Context: an optimization exercise on an open-source flow, tuned for small area, a short achievable clock period and few clock cycles per item. The choices shown serve that exercise and are no tape-out recipe.
Where RTL was checked, it was by simulation tests only, not by an equivalence proof against the original.
Function not checked in runs 3 and 4: the RTL went through the layout flow alone.
Power figures rest on the tool's default switching activity, not on a simulated workload.

**flow/flow/run.sh**
```bash
#!/bin/bash
# Standard layout, with repair_timing aiming for a setup margin below the
# clock period so the achieved period shrinks.
set -euo pipefail
bash standard.sh SETUP_SLACK_MARGIN=12.5 finish > standard.log 2>&1
```
**flow/standard.sh**
```bash
#!/bin/bash
# synth_recipe.tcl (not shown) runs the flow's synth.tcl, then flattens the netlist and writes it again
# the make line also repeats each setting of config.mk as NAME=value (left out here)
make -C /OpenROAD-flow-scripts/flow DESIGN_CONFIG=/design/flow/config.mk WORK_HOME=/design/flow/orfs CLKGATE_MAP_FILE= SYNTH_SCRIPT=/design/flow/synth_recipe.tcl "${@:-finish}"
```
**flow/config.mk**
```make
export PLATFORM = sky130hd
export DESIGN_NAME = se_list_unit
export DESIGN_NICKNAME = se_list_unit
export VERILOG_FILES = /design/flow/design.v
export SDC_FILE = /design/flow/constraint.sdc
export NUM_CORES = 4
export LEC_CHECK = 0
export CAP_MARGIN = 20
export CORE_MARGIN = 2
export CORE_UTILIZATION = 25
export GPL_ROUTABILITY_DRIVEN = 1
export PLACE_DENSITY = 0.3
export SLEW_MARGIN = 20
```
**flow/constraint.sdc**
```tcl
create_clock -name core_clock -period 18.0 [get_ports {clk}]
set_input_delay 3.6000 -clock core_clock [delete_from_list [all_inputs] [get_ports {clk}]]
set_output_delay 3.6000 -clock core_clock [all_outputs]
set_load 0.01 [all_outputs]
```
**flow/design.v**
```verilog
module se_list_unit (
    input             clk,
    input             rst,
    input             start,
    input      [4:0]  cfg_m,
    output            idle,
    input             in_valid,
    output            in_ready,
    input      [31:0] in_score,
    input      [63:0] in_id,
    input             in_last,
    output            out_valid,
    input             out_ready,
    output     [31:0] out_key,
    output     [63:0] out_id,
    output            out_last,
    output            rec_valid,
    output     [4:0]  rec_count,
    output     [31:0] rec_scored,
    output     [31:0] rec_nan,
    output     [31:0] rec_dup,
    output     [31:0] rec_tail,
    output     [31:0] rec_max_key,
    output     [31:0] rec_edge_key,
    output     [31:0] rec_edge_ties
);
    localparam M = 8;
    integer i;
    reg         idle_r, in_ready_r, out_valid_r, out_last_r, rec_valid_r;
    reg         start_q;
    reg  [4:0]  cfg_q;
    reg  [M-1:0] lim_oh;     
    reg  [M-1:0] vld;        
    reg  [3:0]  cnt;
    reg  [31:0] keys [0:M-1];
    reg  [63:0] ids  [0:M-1];
    reg  [31:0] scored, nan_cnt, dup_cnt, tail_cnt, max_key, edge_key, edge_ties;
    reg         a_v, a_last, a_nan;
    reg  [31:0] a_key;
    reg  [63:0] a_id;
    wire        s_nan = (in_score[30:23] == 8'hFF) && (in_score[22:0] != 23'd0);
    wire        s_mz  = (in_score == 32'h8000_0000);
    wire [31:0] s_key = in_score[31] ? (s_mz ? 32'h8000_0000 : ~in_score)
                                     : (in_score | 32'h8000_0000);
    always @(posedge clk) begin
        a_v     <= in_valid && in_ready_r && !rst;
        a_last  <= in_last;
        a_nan   <= s_nan;
        a_key   <= s_key;
        a_id    <= in_id;
        start_q <= start && idle_r && !rst;
        cfg_q   <= cfg_m;
    end
    reg         b_v, b_last, b_nan;
    reg  [31:0] b_key;
    reg  [63:0] b_id;
    reg  [M-1:0] b_gt;       
    reg  [M-1:0] b_eq;       
    reg  [M-1:0] x_gt, x_eq;
    always @* begin
        for (i = 0; i < M; i = i + 1) begin
            x_gt[i] = {a_key, ids[i]} > {keys[i], a_id};
            x_eq[i] = (ids[i] == a_id);
        end
    end
    wire y_gt = {a_key, b_id} > {b_key, a_id};
    wire y_eq = (b_id == a_id);
    wire [M-1:0] above  = ~vld | b_gt;         
    wire [M-1:0] id_hit = vld & b_eq;
    reg  [M-1:0] hit_ge;                       
    always @* begin
        hit_ge[M-1] = id_hit[M-1];
        for (i = M - 2; i >= 0; i = i - 1)
            hit_ge[i] = hit_ge[i+1] | id_hit[i];
    end
    wire is_dup    = |id_hit;
    wire dup_upd   = |(id_hit & b_gt);
    wire full      = |(vld & lim_oh);
    wire above_low = |(above & lim_oh);
    wire [M-1:0] above_p = {above[M-2:0], 1'b0};    
    wire b_ok    = b_v && !b_nan;
    wire do_new  = b_ok && !is_dup;
    wire ins_new = do_new && (!full || above_low);
    wire do_ins  = ins_new || (b_ok && dup_upd);
    wire to_tail = do_new && full;
    wire grow    = do_new && !full;
    wire [M-1:0] ins_here = {M{do_ins}} & above & ~above_p;
    wire [M-1:0] shift    = {M{do_ins}} & above_p & ({M{!is_dup}} | hit_ge);
    wire low_chg = |(lim_oh & (ins_here | shift));
    wire fills   = grow && |(lim_oh & {vld[M-2:0], 1'b1});
    wire readout = out_valid_r && out_ready;
    always @(posedge clk) begin
        b_v    <= a_v && !rst;
        b_last <= a_last;
        b_nan  <= a_nan;
        b_key  <= a_key;
        b_id   <= a_id;
        for (i = 0; i < M; i = i + 1) begin
            if (ins_here[i]) begin
                b_gt[i] <= y_gt;
                b_eq[i] <= y_eq;
            end else if (shift[i] && i > 0) begin
                b_gt[i] <= x_gt[i-1];
                b_eq[i] <= x_eq[i-1];
            end else begin
                b_gt[i] <= x_gt[i];
                b_eq[i] <= x_eq[i];
            end
        end
    end
    reg         c_fin, c_fill, c_chg, c_tail;
    reg  [31:0] c_key;
    always @(posedge clk) begin
        c_fin  <= b_v && b_last && !rst;
        c_fill <= fills;
        c_chg  <= full && do_ins && low_chg;
        c_tail <= to_tail;
        c_key  <= b_key;
    end
    reg  [31:0] low_key;                       
    always @* begin
        low_key = 32'd0;
        for (i = 0; i < M; i = i + 1)
            if (lim_oh[i]) low_key = keys[i];
    end
    wire        z_eq = ((c_chg ? low_key : c_key) == edge_key);
    assign idle          = idle_r;
    assign in_ready      = in_ready_r;
    assign out_valid     = out_valid_r;
    assign out_last      = out_last_r;
    assign out_key       = keys[0];
    assign out_id        = ids[0];
    assign rec_valid     = rec_valid_r;
    assign rec_count     = {1'b0, cnt};
    assign rec_scored    = scored;
    assign rec_nan       = nan_cnt;
    assign rec_dup       = dup_cnt;
    assign rec_tail      = tail_cnt;
    assign rec_max_key   = max_key;
    assign rec_edge_key  = edge_key;
    assign rec_edge_ties = edge_ties;
    always @(posedge clk) begin
        if (rst) begin
            idle_r      <= 1'b1;
            in_ready_r  <= 1'b0;
            out_valid_r <= 1'b0;
            out_last_r  <= 1'b0;
            rec_valid_r <= 1'b0;
        end else begin
            if (start && idle_r) begin
                idle_r      <= 1'b0;
                in_ready_r  <= 1'b1;
                rec_valid_r <= 1'b0;
                out_valid_r <= 1'b0;
            end else begin
                if (in_valid && in_ready_r && in_last)
                    in_ready_r <= 1'b0;
                if (c_fin) begin
                    rec_valid_r <= 1'b1;
                    out_valid_r <= vld[0];
                    out_last_r  <= vld[0] && !vld[1];
                    idle_r      <= !vld[0];
                end else if (readout) begin
                    out_valid_r <= vld[1];
                    out_last_r  <= vld[1] && !vld[2];
                    idle_r      <= !vld[1];
                end
            end
        end
    end
    always @(posedge clk) begin
        if (start_q) begin
            vld    <= {M{1'b0}};
            cnt    <= 4'd0;
            lim_oh <= 8'd1 << (cfg_q[2:0] - 3'd1);
        end else if (readout) begin
            vld <= {1'b0, vld[M-1:1]};
        end else if (grow) begin
            vld <= {vld[M-2:0], 1'b1};
            cnt <= cnt + 4'd1;
        end
        for (i = 0; i < M; i = i + 1) begin
            if (readout) begin
                if (i < M - 1) begin
                    keys[i] <= keys[i+1];
                    ids[i]  <= ids[i+1];
                end
            end else if (ins_here[i]) begin
                keys[i] <= b_key;
                ids[i]  <= b_id;
            end else if (shift[i]) begin
                if (i > 0) begin
                    keys[i] <= keys[i-1];
                    ids[i]  <= ids[i-1];
                end
            end
        end
    end
    always @(posedge clk) begin
        if (start_q) begin
            scored    <= 32'd0;
            nan_cnt   <= 32'd0;
            dup_cnt   <= 32'd0;
            tail_cnt  <= 32'd0;
            max_key   <= 32'd0;
            edge_key  <= 32'd0;
            edge_ties <= 32'd0;
        end else begin
            if (b_v && b_nan && nan_cnt != 32'hFFFF_FFFF)
                nan_cnt <= nan_cnt + 32'd1;
            if (b_ok && is_dup)
                dup_cnt <= dup_cnt + 32'd1;
            if (do_new) begin
                scored <= scored + 32'd1;
                if (b_key > max_key)
                    max_key <= b_key;
            end
            if (to_tail)
                tail_cnt <= tail_cnt + 32'd1;
            if (c_fill || (c_chg && !z_eq)) begin
                edge_key  <= low_key;
                edge_ties <= 32'd0;
            end else if (c_tail && z_eq) begin
                edge_ties <= edge_ties + 32'd1;
            end
        end
    end
endmodule
```
==> results of run 1 <==
-- state kept, by name, summed over array words and instances, names as in the netlist, 3 cells and up --
name / count
ids: 512
keys: 256
a_id: 64
b_id: 64
a_key: 32
b_key: 32
c_key: 32
dup_cnt: 32
edge_key: 32
edge_ties: 32
max_key: 32
nan_cnt: 32
scored: 32
tail_cnt: 32
b_eq: 8
b_gt: 8
lim_oh: 8
vld: 8
cnt: 4
cfg_q: 3
-- power by group through the flow --
stage / Clock [mW] / Combinational (mW) / Sequential, mW
after detailed placement: 0 / 0.752 / 3.30
after floorplan: 0 / 0.392 / 3.27
after global placement: 0 / 0.746 / 3.30
after CTS: 3.80 / 0.759 / 3.23
after global routing: 3.89 / 0.830 / 3.24
final: 3.67 / 0.748 / 3.23
-- area by class of cell --
class	instances	area share [%]
multi-input combinational	5982	44.7
sequential	1271	35.3
timing repair buffer	659	6.46
clock buffer	276	5.90
tap	4140	5.49
inverter	443	1.76
clock inverter	58	0.389
antenna	7	0.0186
-- layout by cell type (no fill, tap or decap), types with 21 or more instances in the layout --
cell type           n
buf_4             191
o221ai_1           36
a21o_1            261
a22oi_1            21
and4_1             26
xnor2_1            43
o21a_1             25
nor2b_1            73
a211oi_1           51
clkinv_2           33
a31oi_1            22
dfxtp_2            37
or3_1              56
o211ai_1           32
nor4_1             32
o31ai_1            21
nand2b_1           38
nand3_1           136
nand4_1           214
nand2_1          1137
dlygate4sd2_1     212
o21ai_0           871
clkbuf_16         196
inv_1             441
mux2i_1           609
nor3_1             69
o22ai_1            36
edfxtp_1          776
clkdlybuf4s50_1   207
clkbuf_8           39
clkbuf_1           43
mux2_2             70
nor2_1            398
a21oi_1           321
a221oi_1           39
dfxtp_1           454
ha_1              902
and2_1             21
and3_1             46
xor2_1             94
-- how the worst max path moves through the flow --
stage,from,end,slack [ps],depth (start not counted)
floorplan,out_ready,ids[7][0],11850,6
global placement,out_ready,ids[6][29],9730,7
detailed placement,out_ready,ids[1][36],9710,7
CTS,out_ready,ids[1][26],12220,7
global route,out_valid_r,out_valid,12460,1
finish,keys[0][19],out_key[19],12570,1
-- synth_stat cells (all sizes together), types with 21 or more instances --
cell | number | area share, %
nand2b | 39 | 0.31
ha | 902 | 14
a22oi | 21 | 0.20
and2 | 23 | 0.18
xor2 | 94 | 1.1
nor2 | 402 | 1.9
o21ai | 887 | 5.7
nor2b | 73 | 0.58
xnor2 | 43 | 0.48
a21oi | 321 | 2.1
o31ai | 22 | 0.21
inv | 442 | 2.1
a211oi | 53 | 0.52
a221oi | 49 | 0.59
or3 | 56 | 0.45
nand3 | 140 | 0.90
and4 | 26 | 0.29
nand4 | 215 | 1.7
o211ai | 32 | 0.31
dfxtp | 495 | 13
mux2i | 609 | 7.8
mux2 | 70 | 1.0
o22ai | 38 | 0.30
clkbuf | 265 | 1.3
o221ai | 37 | 0.41
edfxtp | 776 | 30
nor3 | 72 | 0.46
and3 | 47 | 0.38
nand2 | 1141 | 5.5
nor4 | 40 | 0.32
o21a | 25 | 0.24
buf | 95 | 0.62
a2111oi | 22 | 0.28
a21o | 261 | 2.5
a31oi | 23 | 0.18
-- cell families after synthesis --
kind of cell | after synthesis | share of synthesized area, %
AOI/OAI and AO/OA | 1908 | 14.9
xor gates and xnor gates | 137 | 1.54
adders and majority gates | 902 | 14.4
buffers and inverters | 803 | 4.03
DFF | 1271 | 42.5
muxes | 679 | 8.81
other | 1 | 0.00480
and+or+nand+nor | 2349 | 13.8
-- layer usage --
metal	part of all wire, %	vias up	track usage (%)
li1	-	30600	-
met1	46	31500	29.3
met2	47	1200	36.7
met3	3.3	331	2.22
met4	2.9	0	5.99
met5	0	-	0
-- stage by stage --
stage	worst slack, ps	hold WS (ps)
3_3_place_gp	9730	320
3_5_place_dp	9710	316
5_1_grt	12460	336
4_1_cts	12220	324
6_report	12570	323
2_1_floorplan	11850	310
-- timing repair --
| action | in CTS | in global routing |
|---|---|---|
| buffers inserted | 59 | 5 |
| gates resized for setup | 326 | 25 |
| pin swaps | 6 | 2 |
| hold buffers | 0 | 0 |
| gates cloned | 4 | 4 |
| endpoints found under the setup margin | 1012 | 495 |
==> out/qor.yml, run 1 <==
power:
  powerDensity_nw_per_um2: 81.1
  switching_share_pct: 27.2
  pwr-share-seq_pct: 42.3
  power.switching_mw: 2.08
  cellInternalPower_mw: 5.57
  clock_power_share_pct: 47.9
  comb_power_share_pct: 9.8
  max-vdd-ir-drop_mv: 0.0716
  leakage_nw: 38.9
  report.power.total_mw: 7.65
cells_and_area:
  design.final.nets: 9548
  area.sequential_um2: 33300
  layoutNonFillerInstCount: 12800
  design_area_um2: 94300
  final.fill_count: 32800
  post_route_cells_drive_above_1_share_pct: 8.15
  multi_input_area_um2: 42200
  core_util_final_pct: 30.3
  synthToLayoutAreaGrowth_pct: 20.7
synthesis:
  postSynthCellCount: 8050
  synth.cell_area_um2: 78100
  synth-seq-area-share_pct: 42.5
  synth_cell_types: 86
  post_synth_edffs: 776
  mappedNetlistNets: 9059
  yosys_register_bits: 1271
  synth_area_per_cell_um2: 9.70
  dominantRegCellSynth: "edfxtp_1"
  yosysWarningCount: 5
  synth_async_sr_flop_share_pct: 0
worst_setup_path:
  worst_ep_arrival_time_ps: 1830
  worst_path_slowest_cell: "dlygate4sd2_1"
  critical_path.startpoint_type: "flip-flop"
  reg2reg_slack_ps: 12740
  cp_num_buf_inv: 1
  r2r_cells: 14
  kind_of_cell_adding_the_most_delay_to_the_critical_path: "buffers and inverters"
  worstSetupEndpointType: "output pin"
  worstPathMaxFanout: 4
  reg2reg_to: "edge_ties[9]"
  worstPathCellList: "dlygate4sd2_1"
  setup.worst_path.class: "reg -> out"
  timing.critical_path.required_ps: 14400
  critical_path.reg2reg.startpoint: "lim_oh[6]"
  cpPeakStageDelay_ps: 520
floorplanning:
  die_height_um: 563
  top_level_ports: 437
  starting_density_of_the_core_pct: 25.1
  dieWidth_um: 563
  core_area_um2: 311000
  die_area_um2: 317000
  count_of_standard_cell_rows: 205
global_route:
  global_routing_usage_summed_across_all_routing_layers_pct: 21.7
  grt_start_max_net_pins: 195
  vias_in_the_first_global_route: 64100
  global_route.overflow_total: 0
  antenna_found_initial: 13
  grt_first_pass_wirelength_um: 498000
routing:
  detailroute.via_count: 63600
  drt_drc_violations_left: 0
  ant_nets: 0
  routed_wire_length_per_instance_um: 27.7
  detail_route.first_pass.iterations: 6
  detail_route.wirelength_um: 355000
  vias_cell: 4.96
  initialDrtViolationCount: 4163
timing:
  finalClockSkew_ps: 33.9
  period_share_pct: 30.2
  totalNegativeSetupSlack_ps: 0
  maxClockFrequency_mhz: 184
  finalSetupViolCount: 0
  final-hold-violation-count: 0
  finalMaxSlewViolations: 0
  max_slew_margin_pct: 26.1
  setup_repair_after_global_routing_missed_its_margin: "yes"
  shortest_period_the_worst_path_allows_ps: 5430
  worst_slew_pin_slew_ps: 1110
clock_tree:
  clock_sinks: 1271
  path_clk_slew_ps: 60
  tritoncts: "yes"
  insertion_delay_ps: 860
  cts.root.buffer_cell: "clkbuf_16"
  cts_max_path_buffers: 4
  cts_htree_levels: 4
  cts_made_buffers: 182
worst_hold_path:
  min-delay-path-class: "reg -> reg"
  worstHoldStart: "a_nan"
  hold_end: "b_nan"
  hold_path_depth: 0
outcome:
  outcome: "timing/DRC/antenna clean"
placed_design:
  dp_hpwl_um: 259000
  gp_congestion: 0.836
  io_buffers: 433
  placed_cells_incl_taps: 12400
  post_detailed_placement_cell_area_um2: 87600
job:
  max_cap_violations: 0
Testbench counts, summed over its fixed seeds: cycles 49,671, offers 47,503.
==> run 2: changes to the inputs <==
==> flow/run.sh (new file) <==
#!/bin/bash
# synth_recipe.tcl (not shown) runs the flow's synth.tcl, then flattens the netlist and writes it again
# the make line also repeats each setting of config.mk as NAME=value (left out here)
make -C /OpenROAD-flow-scripts/flow DESIGN_CONFIG=/design/flow/config.mk WORK_HOME=/design/flow/orfs CLKGATE_MAP_FILE= SYNTH_SCRIPT=/design/flow/synth_recipe.tcl finish
removed: flow/flow/run.sh
removed: flow/standard.sh
==> run 2 against run 1 <==
Effect of this change: count of clock-buffer cells in the layout grew 15; core utilization fell by 0.24 points; non-clock buffer count down 58; flip-flop and latch count unchanged; critical path depth up 5; final area is 0.78% lower; critical path type is now in -> reg; largest cell class unchanged.
==> out/qor.yml, run 2 <==
job:
  max_cap_violations: 0  # unchanged
timing:
  finalSetupViolCount: 0  # unchanged
  final-hold-violation-count: 0  # unchanged
  maxClockFrequency_mhz: 145  # -21%
  shortest_period_the_worst_path_allows_ps: 6920  # +1490 ps
  setup_repair_after_global_routing_missed_its_margin: "no"
  totalNegativeSetupSlack_ps: 0  # unchanged
  finalClockSkew_ps: 30.3  # -3.60 ps
  period_share_pct: 38.4  # +8.3 points
  max_slew_margin_pct: 8.24  # -18 points
  finalMaxSlewViolations: 0  # unchanged
  worst_slew_pin_slew_ps: 1380  # +268 ps
worst_setup_path:
  critical_path.startpoint_type: "input port"
  cpPeakStageDelay_ps: 870  # +350 ps
  setup.worst_path.class: "in -> reg"
  worstSetupEndpointType: "flip-flop"
  worstPathMaxFanout: 186  # +182
  timing.critical_path.required_ps: 18550  # +4150 ps
  worstPathCellList: "clkdlybuf4s50_1 -> and2_4 -> buf_4 -> buf_12 -> buf_4 -> o21ai_0"
  worst_ep_arrival_time_ps: 7470  # +5640 ps
  worst_path_slowest_cell: "buf_4"
  timing.critical_path.mode_cell: "buf_4"
cells_and_area:
  most_common_cell_after_layout_fill_and_taps_aside: "nand2_1"
  top_regs: "ids (512), keys (256)"
  post_route_cells_drive_above_1_share_pct: 6.64  # -1.5 points
  design_area_um2: 93600  # -0.78%
  synthToLayoutAreaGrowth_pct: 19.8
  design.final.nets: 9483  # -0.68%
  final.fill_count: 32600  # -0.46%
  largest-register: "ids"
  layout_common_cells: "nand2_1, ha_1, o21ai_0, edfxtp_1, mux2i_1"
  largest_register_ffs: 512  # unchanged
global_route:
  grt_start_max_net_pins: 207  # +6.2%
  grt_first_pass_wirelength_um: 491000  # -1.4%
  vias_in_the_first_global_route: 63100  # -1.6%
  antenna_found_initial: 12  # -1
  global_routing_usage_summed_across_all_routing_layers_pct: 21.4  # -0.34 points
  global_route.overflow_total: 0  # unchanged
synthesis:
  postSynthCellCount: 8050  # unchanged
  post_synth_edffs: 776  # unchanged
  yosys_register_bits: 1271  # unchanged
  synth.area.top_cells: "edfxtp_1, ha_1, dfxtp_1"
  synth-seq-area-share_pct: 42.5  # unchanged
  synthMostInstantiatedCell: "nand2_1"
  mappedNetlistNets: 9059  # unchanged
  synth_area_per_cell_um2: 9.70  # unchanged
  synth_cell_types: 86  # unchanged
  synth_commonest_cells: "nand2_1, ha_1, o21ai_0"
  netlist.top_cell.by_area: "edfxtp_1"
  yosysWarningCount: 5  # unchanged
  synth.cell_area_um2: 78100  # unchanged
  synth_async_sr_flop_share_pct: 0  # unchanged
  dominantRegCellSynth: "edfxtp_1"
  synth_top_area_share_pct: 29.8  # unchanged
floorplanning:
  core_area_um2: 311000  # unchanged
  top_level_ports: 437  # unchanged
  starting_density_of_the_core_pct: 25.1  # unchanged
  dieWidth_um: 563  # unchanged
  die_height_um: 563  # unchanged
  count_of_standard_cell_rows: 205  # unchanged
  die_area_um2: 317000  # unchanged
routing:
  detail_route.wirelength_um: 348000  # -2.1%
  vias_cell: 4.95  # -0.18%
  ant_nets: 0  # unchanged
  detailroute.via_count: 63200  # -0.65%
  detail_route.first_pass.iterations: 6  # unchanged
  routed_wire_length_per_instance_um: 27.2  # -1.6%
  drt_drc_violations_left: 0  # unchanged
  initialDrtViolationCount: 4636  # +11%
placed_design:
  gp_congestion: 0.848  # +1.4%
  post_detailed_placement_cell_area_um2: 87600  # about the same
  dp_hpwl_um: 258000  # -0.44%
  io_buffers: 433  # unchanged
power:
  report.power.total_mw: 7.64  # about the same
  leakage_nw: 37.6  # -3.4%
  powerDensity_nw_per_um2: 81.6  # +0.70%
  max-vdd-ir-drop_mv: 0.0644  # -10%
clock_tree:
  cts.repair_timing.setup_buffer_count: 0  # -100%
  path_clk_slew_ps: 60  # about the same
  cts_made_buffers: 181  # -0.55%
  post_cts.resized_instances: 0  # -100%
  ctsHoldBuffers: 0  # unchanged
  cts_htree_levels: 4  # unchanged
  clock_sinks: 1271  # unchanged
  cts.root.buffer_cell: "clkbuf_16"
  insertion_delay_ps: 870  # about the same
  tritoncts: "yes"
  cts_max_path_buffers: 4  # unchanged
outcome:
  outcome: "timing/DRC/antenna clean"
worst_hold_path:
  min-delay-path-class: "reg -> reg"
## run 2: cell counts after synthesis
No cell type changed its count.
## run 2: through the flow
step | setup WS (ps) | util [%] | cells | hold WS [ps]
CTS | 11150 | 30.0 | 12800 | 332
detailed placement | 10200 | 28.1 | 12400 | 318
global route | 10830 | 30.0 | 12800 | 335
global placement | 10260 | 28.1 | 12400 | 314
floorplan | 8940 | - | 8050 | 310
finish | 11080 | 30.1 | 12800 | 329
## run 2: where the power goes
part,switching (mW),internal (mW)
logic,0.458,0.272
registers,0.0977,3.14
clock network,1.50,2.16
## run 2: kinds of logic after synthesis
kind of cell               Yosys count  share of synthesized area (%)
and+or+nand+nor                   2349                           13.8
xor gates and xnor gates           137                           1.54
adders and majority gates          902                           14.4
AOI/OAI and AO/OA                 1908                           14.9
DFF                               1271                           42.5
muxes                              679                           8.81
buffers and inverters              803                           4.03
other                                1                        0.00480
## run 2: cell type report
| class | count | area [µm²] | share of cell area [%] |
|---|---|---|---|
| Timing Repair Buffer | 601 | 5630 | 6.01 |
| Sequential cell | 1271 | 33200 | 35.5 |
| Inverter | 443 | 1660 | 1.78 |
| Antenna cell | 8 | 20.0 | 0.0214 |
| Clock inverter | 46 | 329 | 0.352 |
| Tap cell | 4140 | 5180 | 5.54 |
| Clock buffer | 291 | 5600 | 5.98 |
| Multi-Input combinational cell | 5976 | 41900 | 44.8 |
## run 2: worst max-delay path: cells and delay by family
family / cells / cell delay, ps
compound gates: 1 / 250
buf+inv: 4 / 2800
simple gates: 1 / 520
## run 2: routing by layer
layer  GRT usage (%)  vias to the layer above  wire length (µm)
li1                -                    30500                 -
met3            2.16                      301             11000
met5               0                        -                 0
met4            5.47                        0              9420
met2            35.0                     1216            160000
met1            29.9                    31200            167000
## run 2: worst paths after layout
path | start | to | slack, ps | cells past startpoint
worst min register to register | a_last | b_last | 330 | 0
worst max-delay path | out_ready | ids[5][51] | 11080 | 6
worst min-delay path | a_last | b_last | 330 | 0
worst max register to register | lim_oh[1] | edge_key[7] | 11370 | 12
==> run 3: changes to the inputs <==
--- a/flow/design.v
+++ b/flow/design.v
@@ -57,13 +57,31 @@
     reg  [M-1:0] b_gt;       
     reg  [M-1:0] b_eq;       
+    function automatic [1:0] cmp(input [31:0] ka, input [63:0] ia,
+                                 input [31:0] kb, input [63:0] ib);
+        reg [127:0] g, e;
+        reg         ideq;
+        integer l, n;
+        begin
+            g = {32'd0, ka & ~kb, ib & ~ia};
+            e = {{32{1'b1}}, ~(ka ^ kb), ~(ib ^ ia)};
+            ideq = 1'b0;
+            for (l = 64; l >= 1; l = l / 2) begin
+                for (n = 0; n < l; n = n + 1) begin
+                    g[n] = g[2*n+1] | (e[2*n+1] & g[2*n]);
+                    e[n] = e[2*n+1] & e[2*n];
+                end
+                if (l == 2) ideq = e[0];
+            end
+            cmp = {g[0], ideq};
+        end
+    endfunction
     reg  [M-1:0] x_gt, x_eq;
     always @* begin
         for (i = 0; i < M; i = i + 1) begin
-            x_gt[i] = {a_key, ids[i]} > {keys[i], a_id};
-            x_eq[i] = (ids[i] == a_id);
-        end
-    end
-    wire y_gt = {a_key, b_id} > {b_key, a_id};
-    wire y_eq = (b_id == a_id);
+            {x_gt[i], x_eq[i]} = cmp(a_key, a_id, keys[i], ids[i]);
+        end
+    end
+    wire y_gt, y_eq;
+    assign {y_gt, y_eq} = cmp(a_key, a_id, b_key, b_id);
     wire [M-1:0] above  = ~vld | b_gt;         
     wire [M-1:0] id_hit = vld & b_eq;
==> flow/flow/run.sh (new file) <==
#!/bin/bash
# Standard layout; repair_timing aims for a setup margin so that the
# achieved period shrinks.
set -euo pipefail
bash standard.sh SETUP_SLACK_MARGIN=13.0 finish > standard.log 2>&1
==> flow/standard.sh (new file) <==
#!/bin/bash
# synth_recipe.tcl (not shown) runs the flow's synth.tcl, then flattens the netlist and writes it again
# the make line also repeats each setting of config.mk as NAME=value (left out here)
make -C /OpenROAD-flow-scripts/flow DESIGN_CONFIG=/design/flow/config.mk WORK_HOME=/design/flow/orfs CLKGATE_MAP_FILE= SYNTH_SCRIPT=/design/flow/synth_recipe.tcl "${@:-finish}"
--- a/flow/config.mk
+++ b/flow/config.mk
@@ -8,6 +8,6 @@
 export CAP_MARGIN = 20
 export CORE_MARGIN = 2
-export CORE_UTILIZATION = 25
+export CORE_UTILIZATION = 50
 export GPL_ROUTABILITY_DRIVEN = 1
-export PLACE_DENSITY = 0.3
+export PLACE_DENSITY = 0.6
 export SLEW_MARGIN = 20
removed: flow/run.sh
==> run 3 against run 2 <==
Effect of this change: critical endpoint is now out_key[18]; non-clock buffer count rose by 178; sequential share of layout area grew 1.2 points; largest cell class unchanged; clock skew fell by 1.9 ps; worst hold slack better by 3.2 ps; power decreased by 7.2%.
==> out/qor.yml, run 3 <==
timing:
  worst_slew_pin_slew_ps: 1270  # -110 ps
  period_share_pct: 28.9  # -9.5 points
  maxClockFrequency_mhz: 192  # +33%
  shortest_period_the_worst_path_allows_ps: 5210  # -1710 ps
  final-hold-violation-count: 0  # unchanged
  fin_worst_hold_slack_ps: 333  # +3.24 ps
  setup_repair_after_global_routing_missed_its_margin: "yes"
  worst_slack_ps: 12790  # +1710 ps
  finalSetupViolCount: 0  # unchanged
  finalClockSkew_ps: 28.4  # -1.88 ps
  totalNegativeSetupSlack_ps: 0  # unchanged
  finalMaxSlewViolations: 0  # unchanged
  max_slew_margin_pct: 14.8  # +6.6 points
clock_tree:
  tritoncts: "yes"
  insertion_delay_ps: 790  # -80 ps
  clock_sinks: 1271  # unchanged
  cts_max_path_buffers: 3  # -1
  cts.root.buffer_cell: "clkbuf_16"
  cts_htree_levels: 4  # unchanged
  ctsHoldBuffers: 0  # unchanged
  path_clk_slew_ps: 60  # about the same
  cts_made_buffers: 150  # -17%
routing:
  m1_wl_um: 118000  # -30%
  ant_nets: 0  # unchanged
  detail_route.first_pass.iterations: 6  # unchanged
  routed_wire_length_per_instance_um: 25.6  # -5.9%
  routed-wl-met2_um: 125000  # -22%
  topRoutingLayerUsed: "met5"
  vias_cell: 6.16  # +24%
  detail_route.wirelength_um: 277000  # -20%
  initialDrtViolationCount: 6472  # +40%
  drt_drc_violations_left: 0  # unchanged
  met3_wl_post_dr_um: 22400  # +100%
  detailroute.via_count: 66700  # +5.5%
placed_design:
  gp_congestion: 0.956  # +13%
  pre_cts_slack_ps: 8750  # -1450 ps
  dp_hpwl_um: 189000  # -27%
  placed_cells_incl_taps: 10300  # -17%
  io_buffers: 433  # unchanged
  post_detailed_placement_cell_area_um2: 84200  # -3.9%
outcome:
  outcome: "timing/DRC/antenna clean"
floorplanning:
  die_area_um2: 159000  # -50%
  die_height_um: 399  # -29%
  top_level_ports: 437  # unchanged
  count_of_standard_cell_rows: 145  # -29%
  core_area_um2: 156000  # -50%
  dieWidth_um: 399  # -29%
  starting_density_of_the_core_pct: 50.2  # +25 points
cells_and_area:
  most_common_cell_after_layout_fill_and_taps_aside: "nand2_1"
  post_route_cells_drive_above_1_share_pct: 14.6  # +7.9 points
  top_regs: "ids (512), keys (256)"
  synthToLayoutAreaGrowth_pct: 17.2
  design.final.nets: 9648  # +1.7%
  core_util_final_pct: 58.8  # +29 points
  largest_register_ffs: 512  # unchanged
  design_area_um2: 91500  # -2.3%
  layoutNonFillerInstCount: 10800  # -15%
  layout_common_cells: "nand2_1, ha_1, edfxtp_1, o21ai_0, mux2i_1"
  largest-register: "ids"
global_route:
  global_route.overflow_total: 0  # unchanged
  grt_first_pass_wirelength_um: 405000  # -18%
  antenna_found_initial: 7  # -5
  global_routing_usage_summed_across_all_routing_layers_pct: 33.6  # +12 points
  vias_in_the_first_global_route: 64000  # +1.3%
  grt_start_max_net_pins: 122  # -41%
synthesis:
  synth-seq-area-share_pct: 42.5  # about the same
  netlist.top_cell.by_area: "edfxtp_1"
  synth_commonest_cells: "nand2_1, ha_1, edfxtp_1"
  synth_async_sr_flop_share_pct: 0  # unchanged
  synth_top_area_share_pct: 29.8  # about the same
  yosysWarningCount: 5  # unchanged
  mappedNetlistNets: 9160  # +1.1%
  synth_area_per_cell_um2: 9.58  # -1.3%
  synth_cell_types: 80  # -7.0%
  dominantRegCellSynth: "edfxtp_1"
  synth.cell_area_um2: 78100  # about the same
  post_synth_edffs: 776  # unchanged
  postSynthCellCount: 8151  # +1.3%
  yosys_register_bits: 1271  # unchanged
  synthMostInstantiatedCell: "nand2_1"
  synth.area.top_cells: "edfxtp_1, ha_1, dfxtp_1"
power:
  max-vdd-ir-drop_mv: 0.103  # +59%
  leakage_nw: 36.8  # -2.2%
  powerDensity_nw_per_um2: 77.5  # -5.1%
  report.power.total_mw: 7.09  # -7.2%
worst_setup_path:
  critical_path.startpoint_type: "flip-flop"
  worst_path_slowest_cell: "edfxtp_1"
  worst_ep_arrival_time_ps: 1610  # -5860 ps
  worstPathMaxFanout: 2  # -99%
  cpPeakStageDelay_ps: 600  # -270 ps
  timing.critical_path.required_ps: 14400  # -4150 ps
  worstPathCellList: "buf_2"
  setup.worst_path.class: "reg -> out"
  kind_of_cell_adding_the_most_delay_to_the_critical_path: "flip-flops"
  cp_num_buf_inv: 1  # -3
  worstSetupEndpointType: "output pin"
worst_hold_path:
  min-delay-path-class: "reg -> reg"
job:
  max_cap_violations: 0  # unchanged
[run 3: changes by cell type after synthesis, sizes merged, moves of 13 or more]
cell / before / now
a21oi: 321 / 362
a31oi: 23 / 125
nand4: 215 / 201
xor2: 94 / 79
mux2i: 609 / 570
nor2: 402 / 488
nand3: 140 / 117
nand2: 1141 / 1206
clkbuf: 265 / 368
inv: 442 / 429
a21o: 261 / 279
o21ai: 887 / 722
[run 3: logic make-up (layout without fill, tap and decap cells)]
logic type      after synthesis  count (layout)  share of synthesized area (%)
other cells                   1               2                        0.00480
fa+ha+maj                   902             902                           14.5
simple gates               2455            2468                           14.2
compound gates             1866            1866                           14.6
mux                         642             642                           8.35
flops                      1271            1271                           42.5
buf+inv                     885            1489                           4.39
xor+xnor                    129             129                           1.45
[run 3: cell type report]
type	count	area [µm²]
Fill cell	13700	64200
Tap cell	2058	2570
Clock buffer	214	4530
Antenna cell	1	2.50
Clock inverter	67	573
Sequential cell	1271	33600
Multi-Input combinational cell	6008	41800
Inverter	429	1620
Timing Repair Buffer	779	6760
[run 3: repair_timing]
item	4_1_cts	5_1_grt
setup buffers	167	50
gates cloned	23	8
resized for setup	1545	62
pin swaps	5	6
setup endpoints to repair	1718	750
[run 3: path summary, 6_finish.rpt]
path                             startpoint  slack, ps           to  cells past startpoint
worst min-delay path                  a_nan        330        b_nan                      0
worst min register to register        a_nan        330        b_nan                      0
worst max register to register       vld[1]      13120   ids[2][20]                     10
worst max-delay path            keys[0][18]      12790  out_key[18]                      1
[run 3: power by group]
part | switching (mW) | leakage (nW) | total, mW | internal (mW)
Combinational | 0.416 | 23.1 | 0.681 | 0.266
Clock | 1.33 | 2.54 | 3.18 | 1.85
Sequential | 0.0882 | 11.2 | 3.23 | 3.14
Total | 1.84 | 36.8 | 7.09 | 5.25
[run 3: layer usage]
layer	track usage, %	vias up
met5	0	-
met1	45.7	32500
met3	5.35	557
met4	13.9	12
met2	53.0	2898
li1	-	30700
==> run 4: changes to the inputs <==
--- a/flow/design.v
+++ b/flow/design.v
@@ -33,4 +33,6 @@
     reg  [M-1:0] vld;        
     reg  [3:0]  cnt;
+    reg  [3:0]  rem;         
+    reg         pend;        
     reg  [31:0] keys [0:M-1];
     reg  [63:0] ids  [0:M-1];
@@ -53,4 +55,5 @@
     end
     reg         b_v, b_last, b_nan;
+    reg         c_fin;
     reg  [31:0] b_key;
     reg  [63:0] b_id;
@@ -108,24 +111,39 @@
     wire fills   = grow && |(lim_oh & {vld[M-2:0], 1'b1});
     wire readout = out_valid_r && out_ready;
+    reg  [M-1:0] nb_gt, nb_eq;
+    always @* begin
+        for (i = 0; i < M; i = i + 1) begin
+            if (ins_here[i]) begin
+                nb_gt[i] = y_gt;
+                nb_eq[i] = y_eq;
+            end else if (shift[i] && i > 0) begin
+                nb_gt[i] = x_gt[i-1];
+                nb_eq[i] = x_eq[i-1];
+            end else begin
+                nb_gt[i] = x_gt[i];
+                nb_eq[i] = x_eq[i];
+            end
+        end
+    end
     always @(posedge clk) begin
         b_v    <= a_v && !rst;
         b_last <= a_last;
         b_nan  <= a_nan;
-        b_key  <= a_key;
-        b_id   <= a_id;
-        for (i = 0; i < M; i = i + 1) begin
-            if (ins_here[i]) begin
-                b_gt[i] <= y_gt;
-                b_eq[i] <= y_eq;
-            end else if (shift[i] && i > 0) begin
-                b_gt[i] <= x_gt[i-1];
-                b_eq[i] <= x_eq[i-1];
-            end else begin
-                b_gt[i] <= x_gt[i];
-                b_eq[i] <= x_eq[i];
-            end
-        end
-    end
-    reg         c_fin, c_fill, c_chg, c_tail;
+        b_gt   <= nb_gt;
+        b_eq   <= nb_eq;
+        if (c_fin) begin
+            b_key <= keys[0];
+            b_id  <= ids[0];
+        end else if (out_valid_r) begin
+            if (out_ready) begin
+                b_key <= pend ? keys[1] : keys[0];
+                b_id  <= pend ? ids[1]  : ids[0];
+            end
+        end else begin
+            b_key <= a_key;
+            b_id  <= a_id;
+        end
+    end
+    reg         c_fill, c_chg, c_tail;
     reg  [31:0] c_key;
     always @(posedge clk) begin
@@ -147,6 +165,6 @@
     assign out_valid     = out_valid_r;
     assign out_last      = out_last_r;
-    assign out_key       = keys[0];
-    assign out_id        = ids[0];
+    assign out_key       = b_key;
+    assign out_id        = b_id;
     assign rec_valid     = rec_valid_r;
     assign rec_count     = {1'b0, cnt};
@@ -165,5 +183,7 @@
             out_last_r  <= 1'b0;
             rec_valid_r <= 1'b0;
+            pend        <= 1'b0;
         end else begin
+            pend <= c_fin || readout;
             if (start && idle_r) begin
                 idle_r      <= 1'b0;
@@ -176,11 +196,13 @@
                 if (c_fin) begin
                     rec_valid_r <= 1'b1;
-                    out_valid_r <= vld[0];
-                    out_last_r  <= vld[0] && !vld[1];
-                    idle_r      <= !vld[0];
+                    out_valid_r <= (cnt != 4'd0);
+                    out_last_r  <= (cnt == 4'd1);
+                    idle_r      <= (cnt == 4'd0);
+                    rem         <= cnt - 4'd1;
                 end else if (readout) begin
-                    out_valid_r <= vld[1];
-                    out_last_r  <= vld[1] && !vld[2];
-                    idle_r      <= !vld[1];
+                    out_valid_r <= !out_last_r;
+                    out_last_r  <= (rem == 4'd1);
+                    idle_r      <= out_last_r;
+                    rem         <= rem - 4'd1;
                 end
             end
@@ -192,6 +214,4 @@
             cnt    <= 4'd0;
             lim_oh <= 8'd1 << (cfg_q[2:0] - 3'd1);
-        end else if (readout) begin
-            vld <= {1'b0, vld[M-1:1]};
         end else if (grow) begin
             vld <= {vld[M-2:0], 1'b1};
@@ -199,5 +219,5 @@
         end
         for (i = 0; i < M; i = i + 1) begin
-            if (readout) begin
+            if (pend) begin
                 if (i < M - 1) begin
                     keys[i] <= keys[i+1];
==> run 4 against run 3 <==
Effect of this change: still clean; via count rose by 3.5%; global-route usage rose by 1.3 points; flip-flop and latch count rose by 5; first-iteration DRC count rose by 18%; synthesized cell count rose by 0.66%; critical path type unchanged; largest cell class unchanged.
==> out/qor.yml, run 4 <==
synthesis:
  synth.area.top_cells: "edfxtp_1, ha_1, dfxtp_1"
  mappedNetlistNets: 9219  # +0.64%
  synth_cell_types: 92  # +15%
  post_synth_edffs: 876  # +13%
  yosys_register_bits: 1276  # +0.39%
  synthMostInstantiatedCell: "ha_1"
  synth_async_sr_flop_share_pct: 0  # unchanged
  netlist.top_cell.by_area: "edfxtp_1"
  synth.cell_area_um2: 81100  # +3.8%
  dominantRegCellSynth: "edfxtp_1"
  yosysWarningCount: 5  # unchanged
  synth_top_area_share_pct: 32.4  # +2.6 points
  postSynthCellCount: 8205  # +0.66%
  synth_area_per_cell_um2: 9.88  # +3.2%
  synth-seq-area-share_pct: 42.3  # -0.22 points
  synth_commonest_cells: "ha_1, edfxtp_1, nand2_1"
timing:
  setup_repair_after_global_routing_missed_its_margin: "yes"
  fin_worst_hold_slack_ps: 352  # +19.6 ps
  finalSetupViolCount: 0  # unchanged
  maxClockFrequency_mhz: 193  # +0.55%
  max_slew_margin_pct: 18.9  # +4.1 points
  shortest_period_the_worst_path_allows_ps: 5180  # -28.6 ps
  period_share_pct: 28.8  # -0.16 points
  finalMaxSlewViolations: 0  # unchanged
  final-hold-violation-count: 0  # unchanged
  totalNegativeSetupSlack_ps: 0  # unchanged
  finalClockSkew_ps: 26.0  # -2.34 ps
  worst_slew_pin_slew_ps: 1210  # -61.1 ps
routing:
  detailroute.via_count: 69000  # +3.5%
  routed_wire_length_per_instance_um: 27.1  # +5.9%
  initialDrtViolationCount: 7636  # +18%
  detail_route.first_pass.iterations: 8  # +2
  ant_nets: 0  # unchanged
  topRoutingLayerUsed: "met5"
  vias_cell: 6.31  # +2.5%
  drt_drc_violations_left: 0  # unchanged
  detail_route.wirelength_um: 297000  # +7.0%
  met3_wl_post_dr_um: 25800  # +15%
  m1_wl_um: 122000  # +3.8%
  routed-wl-met2_um: 134000  # +7.2%
power:
  comb_power_share_pct: 10.9  # +1.3 points
  clock_power_share_pct: 44.3  # -0.6 points
  powerDensity_nw_per_um2: 78.2  # +0.91%
  cellInternalPower_mw: 5.38  # +2.5%
  switching_share_pct: 26.3  # +0.34 points
  pwr-share-seq_pct: 44.8  # -0.7 points
  power.switching_mw: 1.92  # +4.3%
  leakage_nw: 37.0  # +0.47%
  max-vdd-ir-drop_mv: 0.0986  # -4.0%
worst_setup_path:
  worstPathCellList: "buf_6"
  critical_path_cell_count: 1  # unchanged
  critical_path.reg2reg.startpoint: "vld[4]"
  timing.critical_path.required_ps: 14400  # about the same
  startpoint: "b_key[6]"
  cp_num_buf_inv: 1  # unchanged
  worstSetupEndpointType: "output pin"
  worst_path_slowest_cell: "edfxtp_1"
  worstPathMaxFanout: 3  # +1
  kind_of_cell_adding_the_most_delay_to_the_critical_path: "flip-flops"
  reg2reg_to: "ids[6][17]"
  worst_ep_arrival_time_ps: 1580  # -30 ps
  reg2reg_slack_ps: 13070  # -50 ps
  r2r_cells: 8  # -2
  setup.worst_path.class: "reg -> out"
  cpPeakStageDelay_ps: 560  # -40 ps
  worst_setup_path_endpoint: "out_key[6]"
  critical_path.startpoint_type: "flip-flop"
clock_tree:
  ctsHoldBuffers: 0  # unchanged
  insertion_delay_ps: 810  # +20 ps
  path_clk_slew_ps: 60  # about the same
  tritoncts: "yes"
  cts.root.buffer_cell: "clkbuf_16"
  cts_max_path_buffers: 3  # unchanged
  cts_htree_levels: 4  # unchanged
  cts_made_buffers: 151  # +0.67%
  clock_sinks: 1276  # +0.39%
cells_and_area:
  post_route_cells_drive_above_1_share_pct: 14.4  # -0.15 points
  design_area_um2: 93300  # +2.0%
  final.fill_count: 14200  # +3.9%
  area.sequential_um2: 34700  # +3.4%
  largest-register: "ids"
  top_regs: "ids (512), keys (256)"
  synthToLayoutAreaGrowth_pct: 15.1
  most_common_cell_after_layout_fill_and_taps_aside: "ha_1"
  layout_common_cells: "ha_1, edfxtp_1, nand2_1, o21ai_0, mux2i_1"
  multi_input_area_um2: 43600  # +4.2%
  largest_register_ffs: 512  # unchanged
  design.final.nets: 9659  # +0.11%
floorplanning:
  starting_density_of_the_core_pct: 50.4  # +0.28 points
  core_area_um2: 161000  # +3.3%
  count_of_standard_cell_rows: 147  # +1.4%
  die_area_um2: 165000  # +3.8%
  top_level_ports: 437  # unchanged
  dieWidth_um: 407  # +1.9%
  die_height_um: 407  # +1.9%
global_route:
  antenna_found_initial: 5  # -2
  grt_first_pass_wirelength_um: 432000  # +6.7%
  vias_in_the_first_global_route: 65100  # +1.7%
  global_routing_usage_summed_across_all_routing_layers_pct: 34.9  # +1.3 points
  grt_start_max_net_pins: 232  # +90%
  global_route.overflow_total: 0  # unchanged
placed_design:
  dp_hpwl_um: 200000  # +5.5%
  gp_congestion: 0.951  # -0.56%
  io_buffers: 433  # unchanged
  post_detailed_placement_cell_area_um2: 87300  # +3.7%
job:
  max_cap_violations: 0  # unchanged
worst_hold_path:
  hold_path_depth: 0  # unchanged
  min-delay-path-class: "reg -> reg"
outcome:
  outcome: "timing/DRC/antenna clean"
run 4: cell count changes after synthesis, sizes merged, moves of 50 or more:
cell,delta
edfxtp,+100
a211oi,+52
a21o,+55
a31oi,-100
nor2,-50
nand2,-390
dfxtp,-95
mux2,+66
o22ai,+187
a21oi,+155
run 4: per-stage QoR:
| step | std cells | setup WS [ps] | power [mW] | util, % |
|---|---|---|---|---|
| 6_report | 10900 | 12820 | 7.30 | 58.1 |
| 4_1_cts | 10900 | 12680 | 7.31 | 57.9 |
| 2_1_floorplan | 8205 | 13020 | 3.76 | - |
| 3_5_place_dp | 10500 | 11850 | 4.09 | 54.3 |
| 3_3_place_gp | 10500 | 11900 | 4.07 | 54.3 |
| 5_1_grt | 10900 | 12810 | 7.52 | 58.1 |
run 4: repair_timing:
| item | CTS | global route |
|---|---|---|
| cloned | 7 | 0 |
| pin swaps | 3 | 0 |
| setup endpoints to repair | 780 | 394 |
| setup buffers | 168 | 22 |
| resized for setup | 1603 | 53 |
run 4: kinds of logic (layout without fill, tap and decap cells):
logic type               count (synthesis)  in the layout  share of synthesized area [%]
multiplexers                           754            754                           9.52
AO/OA/AOI/OAI                         2224           2224                           16.7
adder cells (fa/ha/maj)                907            907                           14.0
other                                    1              2                        0.00463
flip-flops                            1276           1276                           42.3
XOR/XNOR                               140            140                           1.51
buffers and inverters                  884           1449                           4.19
AND/OR/NAND/NOR                       2019           2025                           11.8
run 4: worst min-delay path by stage:
stage                       from     end  slack, ps
after global placement     a_nan   b_nan        320
after CTS                  a_nan   b_nan        350
after global routing      a_last  b_last        360
after floorplan           a_last  b_last        310
final                     a_last  b_last        350
after detailed placement   a_nan   b_nan        320
run 4: power groups by stage:
| stage | clock network (mW) | registers, mW | logic (mW) |
|---|---|---|---|
| after detailed placement | 0 | 3.37 | 0.715 |
| after global routing | 3.38 | 3.28 | 0.868 |
| after floorplan | 0 | 3.33 | 0.427 |
| after global placement | 0 | 3.37 | 0.697 |
| final | 3.23 | 3.27 | 0.799 |
| after CTS | 3.27 | 3.27 | 0.779 |
run 4: final cells by class:
type	count	area share, %
Multi-Input combinational cell	6051	46.7
Sequential cell	1276	37.2
Timing Repair Buffer	719	5.91
Clock buffer	215	4.61
Tap cell	2160	2.90
Inverter	446	1.80
Clock inverter	69	0.893
Antenna cell	1	0.00268
run 4: layer usage:
layer	GRT usage [%]	vias up
met5	0	-
met2	54.9	3168
li1	-	31500
met3	6.29	610
met4	15.7	6
met1	46.8	33800

==> static timing again, ports no longer ideal <==
The results above use ideal ports. As a check the final layouts listed here were re-extracted and re-timed, cells and wires unchanged.
Step 1 sets driving cells, clkbuf_16 on the clock port and buf_2 on the other inputs (assumed; they add their load-dependent delay and slew).
Step 2 adds t to the input delays and takes it off the output delays; t is the mean of the earliest and latest rising clock arrival at the registers after step 1. Input paths then give back, and output paths get back, about the clock's delay inside the block.
Three values: ideal ports, drivers, drivers and shift; two values: the first two.
run | t (ns) | slack for setup (ns) | clock arrival spread, ns | pins driven straight from the clock port
run 1 | 0.949 | 12.566 / 12.465 / 11.793 | 0.049 / 0.050 | 1
run 2 | 0.958 | 11.080 / 11.107 / 10.149 | 0.033 / 0.032 | 1
run 3 | 0.865 | 12.793 / 12.707 / 12.128 | 0.028 / 0.029 | 1
run 4 | 0.889 | 12.821 / 12.731 / 12.242 | 0.028 / 0.028 | 1
After both steps setup and hold are still met in every run listed. The setup slack of run 2, which loses most, moves by +0.027 ns with the drivers and by -0.931 ns with both steps.
